This is an optimization exercise on Yosys and OpenROAD, whose aim is small area, a short achievable clock period and few clock cycles, not a production implementation.
The RTL was checked by simulation tests, not by an equivalence proof against the original design.

Design prb_decomp, start of the top module:
module prb_decomp (
    input  wire        clk,
    input  wire        rst,           
    input  wire [3:0]  cfg_meth,      
    input  wire [3:0]  cfg_width,     
    input  wire [15:0] cfg_mc_scale,  
    input  wire        cfg_mc_csf,    
    input  wire        in_valid,
    output wire        in_ready,
    input  wire [7:0]  in_data,
    output reg         out_valid,
    input  wire        out_ready,
    output reg  [15:0] out_i,
    output reg  [15:0] out_q,
    output reg  [1:0]  out_sat,       
    output reg         out_bad,       
    output reg         out_last       
);
    reg        rdy_q;
    reg [31:0] acc;                   
    reg [5:0]  n;                     
    reg [5:0]  bcnt;                  
    reg        pend;                  
    reg [3:0]  fi_meth;
    reg [3:0]  fi_w;                  
    reg [15:0] fi_k;                  
    reg        fi_csf;
    assign in_ready = rdy_q;
    wire take    = in_valid & rdy_q;
    wire first   = (bcnt == 6'd0);
    wire cfg_par = (cfg_meth[3:2] == 2'b00) && (cfg_meth[1:0] != 2'b00);
    wire take_d  = take & ~(first & cfg_par);           
    wire [4:0] fi_w5  = {fi_w == 4'd0, fi_w};
    wire       fi_par = (fi_meth[3:2] == 2'b00) && (fi_meth[1:0] != 2'b00);
    wire [5:0] fi_bl  = {fi_w5, 1'b0} + {1'b0, fi_w5} - {5'd0, ~fi_par};  
    wire       blast  = (bcnt == fi_bl);
    reg [4:0]  xcnt;                  
    reg [16:0] rx;                    
    reg [8:0]  ry;                    
    reg        u_v, u_q, u_last;
    reg [3:0]  fd_w;
    reg        fd_c4;                 
    reg        fd_bad, fd_m3, fd_mul, fd_m4;
    reg [4:0]  fd_t;                  
    wire       fi_m0  = (fi_meth == 4'd0);
    wire       fi_m3  = (fi_meth == 4'd3);
    wire       fi_m4  = (fi_meth == 4'd4);
    wire       fi_ok  = (fi_meth <= 4'd2) | (fi_m3 & (fi_w5 >= 5'd4)) | (fi_m4 & (fi_w5 <= 5'd8));
    wire [4:0] fi_t   = (fi_m0 | ~fi_ok) ? 5'd15 : (5'd31 - {1'b0, fi_k[3:0]} - fi_w5);
    wire [4:0] fd_w5 = {fd_w == 4'd0, fd_w};
    wire       xnew  = (xcnt == 5'd0);
    wire [4:0] wx    = xnew ? fi_w5 : fd_w5;
    wire       have  = (n >= {1'b0, wx});
    wire       u_ok  = ~u_v | ~out_valid | out_ready;
    wire       ext   = have & (xnew ? (~u_v | ~out_valid) : u_ok);
    wire [46:0] ewin = {acc, 15'd0};
    wire [5:0]  nm1  = n - 6'd1;
  ...
Size in the first run: ~1900 cells after synthesis, ~15000 um2 of cells after synthesis.
Settings: LEC_CHECK=0, ABC_AREA=1, CAP_MARGIN=20, CELL_PAD_IN_SITES_DETAIL_PLACEMENT=0, CELL_PAD_IN_SITES_GLOBAL_PLACEMENT=0, CORE_MARGIN=2, CORE_UTILIZATION=65, CTS_BUF_LIST=sky130_fd_sc_hd__clkbuf_4 sky130_fd_sc_hd__clkbuf_8, CTS_CLUSTER_SIZE=30, PLACE_DENSITY=0.75, SLEW_MARGIN=20, SETUP_SLACK_MARGIN=23, BUFFER_PORTS_ARGS=-buffer_cell sky130_fd_sc_hd__buf_2; clock period 30.0 ns.
standard.sh (not shown) runs the stock make flow with config.mk's settings and CLKGATE_MAP_FILE= SYNTH_SCRIPT=/design/flow/synth_recipe.tcl, a recipe that flattens the netlist after the stock synthesis.
==> flow/flow/run.sh <==
#!/bin/bash
set -euo pipefail
cat flow/extra.mk >> config.mk
bash standard.sh > standard_make.log 2>&1
==> flow/flow/extra.mk <==
export SETUP_SLACK_MARGIN = 23
export BUFFER_PORTS_ARGS = -buffer_cell sky130_fd_sc_hd__buf_2
The first run finished with timing, DRC and antenna clean.
Testbench counts at the start, summed over its fixed seeds: cycles 102,509.
==> next run, changes <==
==> flow/flow/run.sh (replaced) <==
#!/bin/bash
set -euo pipefail
margin=$(cat flow/margin.txt)
printf 'export SETUP_SLACK_MARGIN = %s\n' "$margin" >> config.mk
bash standard.sh > standard_make.log 2>&1
==> flow/flow/margin.txt (new file) <==
23
- BUFFER_PORTS_ARGS: -buffer_cell sky130_fd_sc_hd__buf_2 -> unset
- CELL_PAD_IN_SITES_DETAIL_PLACEMENT: 0 -> 1
- CELL_PAD_IN_SITES_GLOBAL_PLACEMENT: 0 -> 2
- CORE_UTILIZATION: 65 -> 30
- CTS_BUF_LIST: sky130_fd_sc_hd__clkbuf_4 sky130_fd_sc_hd__clkbuf_8 -> unset
- CTS_CLUSTER_SIZE: 30 -> unset
- PLACE_DENSITY: 0.75 -> 0.45
removed: flow/flow/extra.mk
Effect: Maximum frequency drops slightly. Setup slack gets worse by 0.051 ns. Count of clock-buffer cells in the layout climbs by 5. Register-to-register slack gets better by 0.05 ns. Routed wire length climbs by a quarter to a third. Worst hold slack gets better by 0.014 ns.

what the ideal ports hide:
The flow's constraints put no driver on any port. The routed layouts listed below were extracted and timed again, unchanged, in two steps. Step 1, drivers: a clkbuf_16 drives clk and a buf_2 each remaining input, both assumed. Step 2 adds t to the input delays and takes it off the output delays; t is the mean of the earliest and latest rising clock arrival at the registers after step 1. Input paths then give back, and output paths get back, about the clock's delay inside the block. a / b / c = ideal / step 1 / step 2; a / b = the first two.
| run | t, ns | setup slack, ns | clock arrival spread, ns |
|---|---|---|---|
| the first run | 0.500 | 22.970 / 22.926 / 22.541 | 0.018 / 0.018 |
| the second run | 0.528 | 22.919 / 22.862 / 22.501 | 0.012 / 0.012 |
After both steps setup and hold are still met in every run listed. The setup slack of the first run, which loses most, moves by -0.044 ns with the drivers and by -0.429 ns with both steps.
